From an optimization exercise on the open Yosys and OpenROAD flow, aimed at small area, a short achievable clock period and few clock cycles per item; shortcuts taken in it are not production practice.
In this exercise RTL edits were held to simulation tests only and were not proved equivalent to the original.

--- flow/design.v ---
module opx_xalu (
    input  wire        clk,
    input  wire        rst,
    input  wire        in_valid,
    output wire        in_ready,
    input  wire [4:0]  in_op,
    input  wire [3:0]  in_fn,
    input  wire [31:0] in_a,
    input  wire [31:0] in_b,
    input  wire        in_c,
    output reg         out_valid,
    output reg  [63:0] out_res,
    output reg  [5:0]  out_fset,
    output reg  [5:0]  out_fmask,
    output reg         out_illegal
);
    localparam [5:0] F_Z = 6'h01, F_N = 6'h02, F_C = 6'h04, F_V = 6'h08,
                     F_S = 6'h10, F_DZ = 6'h20;
    localparam [5:0] F_ZN = F_Z | F_N, F_ZNCV = F_Z | F_N | F_C | F_V;
    localparam [4:0] OP_ADD = 5'h00, OP_ADDC = 5'h01, OP_SUB = 5'h02, OP_SUBC = 5'h03,
                     OP_ADDS = 5'h04, OP_SUBS = 5'h05, OP_AND = 5'h06, OP_OR = 5'h07,
                     OP_XOR = 5'h08, OP_ANDN = 5'h09, OP_SHL = 5'h0A, OP_SHR = 5'h0B,
                     OP_SAR = 5'h0C, OP_MIN = 5'h0D, OP_MAX = 5'h0E, OP_MINU = 5'h0F,
                     OP_MAXU = 5'h10, OP_MUL = 5'h11, OP_MULH = 5'h12, OP_MULQ = 5'h13,
                     OP_MULW = 5'h14, OP_DIV = 5'h15, OP_DIVS = 5'h16, OP_DIVU = 5'h17,
                     OP_REM = 5'h18, OP_REMU = 5'h19, OP_UNARY = 5'h1A, OP_CMP = 5'h1B,
                     OP_ADDI = 5'h1C, OP_LOGI = 5'h1D, OP_SHIFTI = 5'h1E, OP_CMPI = 5'h1F;
    localparam [31:0] IMAX = 32'h7FFF_FFFF, IMIN = 32'h8000_0000;
    reg        busy;
    reg [5:0]  cnt;
    reg [4:0]  d_op;
    reg [31:0] d_a;         
    reg [31:0] d_b;         
    reg [31:0] d_div;       
    reg [31:0] d_q;         
    reg [32:0] d_r;         
    reg        d_qneg;      
    reg        d_rneg;      
    assign in_ready = !busy;
    wire accept = in_valid && in_ready;
    wire is_div = (in_op >= OP_DIV) && (in_op <= OP_REMU);
    wire signed [31:0] sa = in_a;
    wire signed [31:0] sb = in_b;
    function [5:0] zn(input [31:0] r);
        zn = {4'b0, r[31], r == 32'd0};
    endfunction
    function [31:0] clz32(input [31:0] x);
        integer i;
        reg found;
        begin
            clz32 = 32'd0;
            found = 1'b0;
            for (i = 31; i >= 0; i = i - 1) begin
                if (!found && x[i]) found = 1'b1;
                else if (!found) clz32 = clz32 + 32'd1;
            end
        end
    endfunction
    function [31:0] popc32(input [31:0] x);
        integer i;
        begin
            popc32 = 32'd0;
            for (i = 0; i < 32; i = i + 1) popc32 = popc32 + {31'd0, x[i]};
        end
    endfunction
    wire [32:0] add_full  = {1'b0, in_a} + {1'b0, in_b};
    wire [32:0] addc_full = {1'b0, in_a} + {1'b0, in_b} + {32'd0, in_c};
    wire [32:0] sub_full  = {1'b0, in_a} - {1'b0, in_b};
    wire [32:0] subc_full = {1'b0, in_a} - {1'b0, in_b} - {32'd0, !in_c};
    wire signed [32:0] s_add = {sa[31], sa} + {sb[31], sb};
    wire signed [32:0] s_sub = {sa[31], sa} - {sb[31], sb};
    wire signed [63:0] prod = sa * sb;
    wire [63:0] prod_q = prod + 64'sh4000_0000;
    wire        sh_big = |in_b[31:5];
    wire [31:0] shl_r  = sh_big ? 32'd0 : (in_a << in_b[4:0]);
    wire [31:0] shr_r  = sh_big ? 32'd0 : (in_a >> in_b[4:0]);
    wire signed [31:0] sar_s = sa >>> in_b[4:0];
    wire [31:0] sar_r  = sh_big ? {32{in_a[31]}} : sar_s;
    reg [63:0] r_res;
    reg [5:0]  r_fset;
    reg [5:0]  r_fmask;
    reg        r_ill;
    reg [31:0] t;
    reg        holds;
    reg [32:0] rnd;
    always @* begin
        r_res   = 64'd0;
        r_fset  = 6'd0;
        r_fmask = 6'd0;
        r_ill   = 1'b0;
        t       = 32'd0;
        holds   = 1'b0;
        rnd     = 33'd0;
        case (in_op)
            OP_ADD, OP_ADDI: begin
                t = add_full[31:0];
                r_res = {32'd0, t};
                r_fset = zn(t) | (add_full[32] ? F_C : 6'd0)
                       | ((s_add[32] != s_add[31]) ? F_V : 6'd0);
                r_fmask = F_ZNCV;
            end
            OP_ADDC: begin
                t = addc_full[31:0];
                r_res = {32'd0, t};
                r_fset = zn(t) | (addc_full[32] ? F_C : 6'd0)
                       | ((in_a[31] == in_b[31] && t[31] != in_a[31]) ? F_V : 6'd0);
                r_fmask = F_ZNCV;
            end
            OP_SUB: begin
                t = sub_full[31:0];
                r_res = {32'd0, t};
                r_fset = zn(t) | (!sub_full[32] ? F_C : 6'd0)
                       | ((s_sub[32] != s_sub[31]) ? F_V : 6'd0);
                r_fmask = F_ZNCV;
            end
            OP_SUBC: begin
                t = subc_full[31:0];
                r_res = {32'd0, t};
                r_fset = zn(t) | (!subc_full[32] ? F_C : 6'd0)
                       | ((in_a[31] != in_b[31] && t[31] != in_a[31]) ? F_V : 6'd0);
                r_fmask = F_ZNCV;
            end
            OP_ADDS, OP_SUBS: begin
                if (in_op == OP_ADDS) t = s_add[31:0];
                else                  t = s_sub[31:0];
                if (in_op == OP_ADDS ? (s_add[32] != s_add[31]) : (s_sub[32] != s_sub[31])) begin
                    t = (in_op == OP_ADDS ? s_add[32] : s_sub[32]) ? IMIN : IMAX;
                    r_fset = zn(t) | F_S;
                    r_fmask = F_ZN | F_S;
                end else begin
                    r_fset = zn(t);
                    r_fmask = F_ZN;
                end
                r_res = {32'd0, t};
            end
            OP_AND, OP_OR, OP_XOR, OP_ANDN, OP_SHL, OP_SHR, OP_SAR: begin
                case (in_op)
                    OP_AND:  t = in_a & in_b;
                    OP_OR:   t = in_a | in_b;
                    OP_XOR:  t = in_a ^ in_b;
                    OP_ANDN: t = in_a & ~in_b;
                    OP_SHL:  t = shl_r;
                    OP_SHR:  t = shr_r;
                    default: t = sar_r;
                endcase
                r_res = {32'd0, t};
                r_fset = zn(t);
                r_fmask = F_ZN;
            end
            OP_LOGI: begin
                case (in_fn)
                    4'd0: t = in_a & in_b;
                    4'd1: t = in_a | in_b;
                    4'd2: t = in_a ^ in_b;
                    default: r_ill = 1'b1;
                endcase
                if (!r_ill) begin
                    r_res = {32'd0, t};
                    r_fset = zn(t);
                    r_fmask = F_ZN;
                end
            end
            OP_SHIFTI: begin
                case (in_fn)
                    4'd0: t = shl_r;
                    4'd1: t = shr_r;
                    4'd2: t = sar_r;
                    default: r_ill = 1'b1;
                endcase
                if (!r_ill) begin
                    r_res = {32'd0, t};
                    r_fset = zn(t);
                    r_fmask = F_ZN;
                end
            end
            OP_MIN:  r_res = {32'd0, (sa < sb) ? in_a : in_b};
            OP_MAX:  r_res = {32'd0, (sa > sb) ? in_a : in_b};
            OP_MINU: r_res = {32'd0, (in_a < in_b) ? in_a : in_b};
            OP_MAXU: r_res = {32'd0, (in_a > in_b) ? in_a : in_b};
            OP_MUL:  r_res = {32'd0, prod[31:0]};
            OP_MULH: r_res = {32'd0, prod[63:32]};
            OP_MULW: r_res = prod;
            OP_MULQ: begin
                if (in_a == IMIN && in_b == IMIN) begin
                    r_res = {32'd0, IMAX};
                    r_fset = F_S;
                    r_fmask = F_S;
                end else begin
                    r_res = {32'd0, prod_q[62:31]};
                end
            end
            OP_CMP, OP_CMPI: begin
                case (in_fn)
                    4'd0: holds = in_a == in_b;
                    4'd1: holds = in_a != in_b;
                    4'd2: holds = sa < sb;
                    4'd3: holds = sa <= sb;
                    4'd4: holds = in_a < in_b;
                    4'd5: holds = in_a <= in_b;
                    4'd6: holds = (in_a & in_b) != 32'd0;
                    default: r_ill = 1'b1;
                endcase
                if (!r_ill) begin
                    r_res = {64{holds}};
                    if (in_fn == 4'd6) begin
                        r_fset = zn(in_a & in_b);
                        r_fmask = F_ZN;
                    end else begin
                        r_fset = zn(sub_full[31:0]) | (!sub_full[32] ? F_C : 6'd0)
                               | ((s_sub[32] != s_sub[31]) ? F_V : 6'd0);
                        r_fmask = F_ZNCV;
                    end
                end
            end
            OP_UNARY: begin
                case (in_fn)
                    4'd0: begin  
                        t = 32'd0 - in_a;
                        r_fset = zn(t) | ((in_a == 32'd0) ? F_C : 6'd0)
                               | ((in_a == IMIN) ? F_V : 6'd0);
                        r_fmask = F_ZNCV;
                    end
                    4'd1, 4'd3: begin  
                        if (in_fn == 4'd1 || in_a[31]) t = 32'd0 - in_a;
                        else                            t = in_a;
                        if (in_a == IMIN) begin
                            if (in_fn == 4'd1 || in_a[31]) begin
                                t = IMAX;
                                r_fset = zn(t) | F_S;
                                r_fmask = F_ZN | F_S;
                            end
                        end else begin
                            r_fset = zn(t);
                            r_fmask = F_ZN;
                        end
                    end
                    4'd2: begin  
                        t = in_a[31] ? 32'd0 - in_a : in_a;
                        r_fset = zn(t) | ((in_a == IMIN) ? F_V : 6'd0);
                        r_fmask = F_ZN | F_V;
                    end
                    4'd4: begin  
                        t = ~in_a;
                        r_fset = zn(t);
                        r_fmask = F_ZN;
                    end
                    4'd5: t = clz32(in_a);
                    4'd6: t = {{24{in_a[7]}}, in_a[7:0]};
                    4'd7: t = {{16{in_a[15]}}, in_a[15:0]};
                    4'd8: t = {{8{in_a[23]}}, in_a[23:0]};
                    4'd9: begin  
                        rnd = {sa[31], sa} + 33'sh80;
                        if (!rnd[32] && rnd[31]) begin
                            t = 32'h7FFF_FF00;
                            r_fset = F_S;
                            r_fmask = F_S;
                        end else begin
                            t = {rnd[31:8], 8'h00};
                        end
                    end
                    4'd10: t = popc32(in_a);
                    default: r_ill = 1'b1;
                endcase
                r_res = {32'd0, t};
                if (r_ill) r_res = 64'd0;
            end
            default: ;   
        endcase
    end
    wire [32:0] d_shift = {d_r[31:0], d_q[31]};
    wire [32:0] d_trial = d_shift - {1'b0, d_div};
    wire        d_ge    = !d_trial[32];
    reg [31:0] dv_res;
    reg [5:0]  dv_fset;
    reg [5:0]  dv_fmask;
    reg [31:0] q_s, r_s;
    always @* begin
        dv_res   = 32'd0;
        dv_fset  = 6'd0;
        dv_fmask = 6'd0;
        q_s = d_qneg ? 32'd0 - d_q : d_q;
        r_s = d_rneg ? 32'd0 - d_r[31:0] : d_r[31:0];
        if (d_b == 32'd0) begin
            dv_fset  = F_DZ;
            dv_fmask = (d_op == OP_DIV) ? (F_DZ | F_V) : F_DZ;
            case (d_op)
                OP_DIVU:         dv_res = 32'hFFFF_FFFF;
                OP_REM, OP_REMU: dv_res = d_a;
                default:         dv_res = d_a[31] ? IMIN : IMAX;
            endcase
        end else begin
            case (d_op)
                OP_DIVU: dv_res = d_q;
                OP_REMU: dv_res = d_r[31:0];
                OP_REM:  dv_res = r_s;
                OP_DIV: begin
                    dv_fmask = F_V;
                    if (d_a == IMIN && d_b == 32'hFFFF_FFFF) begin
                        dv_res = IMIN;
                        dv_fset = F_V;
                    end else begin
                        dv_res = q_s;
                    end
                end
                default: begin  
                    if (d_a == IMIN && d_b == 32'hFFFF_FFFF) begin
                        dv_res = IMAX;
                        dv_fset = F_S;
                        dv_fmask = F_S;
                    end else begin
                        dv_res = q_s;
                    end
                end
            endcase
        end
    end
    wire signed_div = (in_op == OP_DIV) || (in_op == OP_DIVS) || (in_op == OP_REM);
    always @(posedge clk) begin
        if (rst) begin
            busy      <= 1'b0;
            cnt       <= 6'd0;
            out_valid <= 1'b0;
        end else begin
            out_valid <= 1'b0;
            if (busy) begin
                if (cnt != 6'd0) begin
                    d_r <= d_ge ? d_trial : d_shift;
                    d_q <= {d_q[30:0], d_ge};
                    cnt <= cnt - 6'd1;
                end else begin
                    busy      <= 1'b0;
                    out_valid <= 1'b1;
                end
            end else if (accept) begin
                if (is_div) begin
                    busy  <= 1'b1;
                    cnt   <= 6'd32;
                    d_op  <= in_op;
                    d_a   <= in_a;
                    d_b   <= in_b;
                    d_div <= (signed_div && in_b[31]) ? 32'd0 - in_b : in_b;
                    d_q   <= (signed_div && in_a[31]) ? 32'd0 - in_a : in_a;
                    d_r   <= 33'd0;
                    d_qneg <= signed_div && (in_a[31] != in_b[31]);
                    d_rneg <= signed_div && in_a[31];
                end else begin
                    out_valid <= 1'b1;
                end
            end
        end
    end
    always @(posedge clk) begin
        if (busy && cnt == 6'd0) begin
            out_res     <= {32'd0, dv_res};
            out_fset    <= dv_fset;
            out_fmask   <= dv_fmask;
            out_illegal <= 1'b0;
        end else if (accept && !is_div) begin
            out_res     <= r_res;
            out_fset    <= r_fset;
            out_fmask   <= r_fmask;
            out_illegal <= r_ill;
        end
    end
endmodule
--- flow/run.sh ---
#!/bin/bash
# synth_recipe.tcl (not shown) runs the flow's synth.tcl, then flattens the netlist and writes it again
# the make line also repeats each setting of config.mk as NAME=value (left out here)
make -C /OpenROAD-flow-scripts/flow DESIGN_CONFIG=/design/flow/config.mk WORK_HOME=/design/flow/orfs CLKGATE_MAP_FILE= SYNTH_SCRIPT=/design/flow/synth_recipe.tcl finish
--- flow/config.mk ---
export PLATFORM = sky130hd
export DESIGN_NAME = opx_xalu
export DESIGN_NICKNAME = opx_xalu
export VERILOG_FILES = /design/flow/design.v
export SDC_FILE = /design/flow/constraint.sdc
export NUM_CORES = 4
export LEC_CHECK = 0
export CAP_MARGIN = 40
export CORE_MARGIN = 2
export CORE_UTILIZATION = 40
export PLACE_DENSITY = 0.6
export SLEW_MARGIN = 40
--- flow/constraint.sdc ---
create_clock -name core_clock -period 27.0 [get_ports {clk}]
set_input_delay 5.4000 -clock core_clock [delete_from_list [all_inputs] [get_ports {clk}]]
set_output_delay 5.4000 -clock core_clock [all_outputs]
set_load 0.01 [all_outputs]
==> results.sh <==
export IMPL_wl_per_cell_um=39.79
export IMPL_status="timing/DRC/antenna clean"
export IMPL_syn_area_per_cell_um2=7.814
export IMPL_dieHeight_um=432.4
export IMPL_ys_warn_count=1
export IMPL_drc_errors=0
export IMPL_startpoint_type="input pin"
export IMPL_netlist_instances=9396
export IMPL_num_io_pins=156
export IMPL_ys_seq_area_frac=0.09625
export IMPL_grt_pass1_vias=76958
export IMPL_cts_made_buffers=25
export IMPL_initial_core_util=0.4019
export IMPL_fin_worst_skew_ns=0.03030
export IMPL_hold_buffers=0
export IMPL_crit_type="input pin to flip-flop"
export IMPL_grt_usage=0.4989
export IMPL_async_flop_share=0
export IMPL_cap_violations=0
export IMPL_final_cells=11858
export IMPL_multiInputGateArea_um2=59860
export IMPL_antenna_found_initial=79
export IMPL_fin_crit_sh=0.9390
export IMPL_setup_violations=0
export IMPL_drt_iter0_drc=11387
export IMPL_totalWireLength_mm=471.9
export IMPL_htree_levels=1
export IMPL_ys_ff_latch=249
export IMPL_fmax_mhz=39.44
export IMPL_die_x_um=432.4
export IMPL_cts_root_buffer="clkbuf_16"
export IMPL_synth_edff_count=208
export IMPL_worstPathRequired_ns=27.35
export IMPL_ant_nets=0
export IMPL_coreArea_um2=182700
export IMPL_finalSetupTns_ns=0
export IMPL_die_area_um2=187000
export IMPL_gp_congestion=1.153
export IMPL_rsz0062_at_grt="no"
export IMPL_slowest_delay_ns=0.52
export IMPL_port_buffers=155
export IMPL_tightest_slew_ns=1.095
export IMPL_clockBufferDepth=3
export IMPL_ys_flop_type="edfxtp_1"
export IMPL_dp_cells=11771
export IMPL_min_path_type="flip-flop to flip-flop"
export IMPL_fillers=18377
export IMPL_synth_area_top_cells="fa_1 30%, edfxtp_1 8.5%, nand2_1 7.2%"
export IMPL_syn2layout_area_growth_pct=9.798
export IMPL_nets=10967
export IMPL_first_pass_iters=9
export IMPL_ys_types=104
export IMPL_vias_per_cell=6.612
export IMPL_seqCellArea_um2=7068
export IMPL_vias=78411
export IMPL_grt_pass1_wl_mm=640.5
export IMPL_synth_top_cell_area_share=0.3024
export IMPL_hold_viol=0
export IMPL_rows=157
export IMPL_relSlewSlack=0.2687
export IMPL_period_minus_slack_ns=25.35
export IMPL_end_kind="flip-flop"
export IMPL_hpwlAfterDp_mm=373.1
export IMPL_slowest_stage="a2111oi_0"
export IMPL_worstPathMaxFanout=9
export IMPL_cts_resized=0
export IMPL_post_cts_setup_buffers=0
export IMPL_drive_gt1_frac=0.08427
export IMPL_synth_largest_area_cell="fa_1"
export IMPL_crit_path_frequent_cell="ha_1"
export IMPL_overflow=0
export IMPL_grt_max_degree=76
export IMPL_path_clk_slew_ns=0.07
export IMPL_netlist_area_um2=73420
export IMPL_cts_sinks=249
export IMPL_clk_latency_ns=0.62
export IMPL_synth_nets=10947
export IMPL_worst_ep_arrival_time_ns=25.70
export IMPL_finalMaxSlewViolations=0
export IMPL_cts_tree="yes"
==> cells in the mapped netlist, drive strengths merged, types with 89 or more instances <==
library cell,number
a221oi,89
nor4,89
edfxtp,208
nor2,870
clkbuf,459
fa,1109
nor3,207
xnor2,357
ha,365
xor2,131
nand2,1400
nand3,176
o21ai,516
inv,1364
a21oi,506
mux2i,135
buf,147
==> cells by family after synthesis <==
kind of cell    share of synthesized area
mux                               0.02430
simple gates                       0.1899
buf+inv                            0.1016
compound gates                     0.1609
xor+xnor                          0.06210
flops                             0.09625
fa+ha+maj                          0.3650
==> critical path: cells and delay by family <==
kind / cells / cell delay (ns)
AOI/OAI and AO/OA: 30 / 5.97
adders and majority gates: 29 / 8.86
buffers and inverters: 5 / 0.61
muxes: 20 / 3.77
and+or+nand+nor: 15 / 1.05
==> sequential cells by signal, indices dropped and copies added (netlist names) <==
register     count
out_valid        1
d_q             32
d_op             5
d_rneg           1
d_div           32
d_b             31
d_r             32
out_fmask        4
out_illegal      1
out_res         64
d_a             32
cnt              6
out_fset         6
busy             1
d_qneg           1
==> cells in the final DEF (no fill, tap or decap), drive strengths merged, types with 66 or more instances in the layout <==
| cell type | instances |
|---|---|
| xor2 | 131 |
| nand3 | 176 |
| a221oi | 89 |
| inv | 1368 |
| a31oi | 78 |
| o22ai | 66 |
| edfxtp | 208 |
| fa | 1109 |
| buf | 506 |
| a211oi | 72 |
| nor2 | 870 |
| nor3 | 207 |
| clkdlybuf4s50 | 92 |
| xnor2 | 357 |
| ha | 365 |
| nand2 | 1400 |
| a21oi | 506 |
| mux2i | 135 |
| nor4 | 89 |
| o21ai | 516 |
| nand4 | 86 |
==> metrics by stage <==
stage / hold slack, ns / cell area (µm²) / util / setup slack [ns]
2_1_floorplan: 0.4625 / 73420 / - / 1.290
3_3_place_gp: 0.4336 / 79170 / 0.4334 / 0.9101
3_5_place_dp: 0.4373 / 79610 / 0.4358 / 1.199
4_1_cts: 0.4469 / 80420 / 0.4402 / 1.696
5_1_grt: 0.4607 / 80530 / 0.4408 / 0.1949
6_report: 0.4463 / 80620 / 0.4413 / 1.647
==> metal layers <==
layer  track usage  routed length (µm)  share of wire
met1        0.6024              170000           0.36
met2        0.6970              188400           0.40
met3        0.1981               64510           0.14
met4        0.4072               48690           0.10
met5      0.002082                 263        0.00056
==> area by class of cell <==
cell class | count | share of cell area
timing repair buffer | 599 | 0.05775
clock buffer | 27 | 0.007853
inverter | 1371 | 0.06390
clock inverter | 18 | 0.002142
antenna | 39 | 0.001211
multi-input combinational | 7170 | 0.7425
tap | 2385 | 0.03702
sequential | 249 | 0.08767
==> path summary, 6_finish.rpt <==
| kind | from | endpoint | slack [ns] | cells after the start |
|---|---|---|---|---|
| worst max-delay path | in_a[30] | out_res[1] | 1.65 | 99 |
| worst min-delay path | out_res[47] | out_res[47] | 0.45 | 2 |
| worst max register to register | d_r[0] | d_r[12] | 19.66 | 27 |
| worst min register to register | out_res[47] | out_res[47] | 0.45 | 2 |
Testbench counts, summed over its fixed seeds: cycles 26,799, ops 16,000.

==> what the ideal ports hide <==
How much do the figures lean on ideal ports? The routed layout below was timed once more, with nothing changed but the port constraints. Step 1: set_driving_cell puts a clkbuf_16 on clk and a buf_2 on each other input, an assumption about the parent block. Step 2 adds t to the input delays and takes it off the output delays; t is the mean of the earliest and latest rising clock arrival at the registers after step 1. Input paths then give back, and output paths get back, about the clock's delay inside the block. a / b / c = ideal / step 1 / step 2; a / b = the first two.
shift t [ns]: 0.667
setup WS [ns]: 1.647 / 1.484 / 0.817
worst setup path after step 2: input to register
clock arrival spread, ns: 0.039 / 0.038
After both steps setup and hold are still met in this run. For this run, drivers alone change the setup slack by -0.163 ns; drivers and shift together by -0.830 ns.
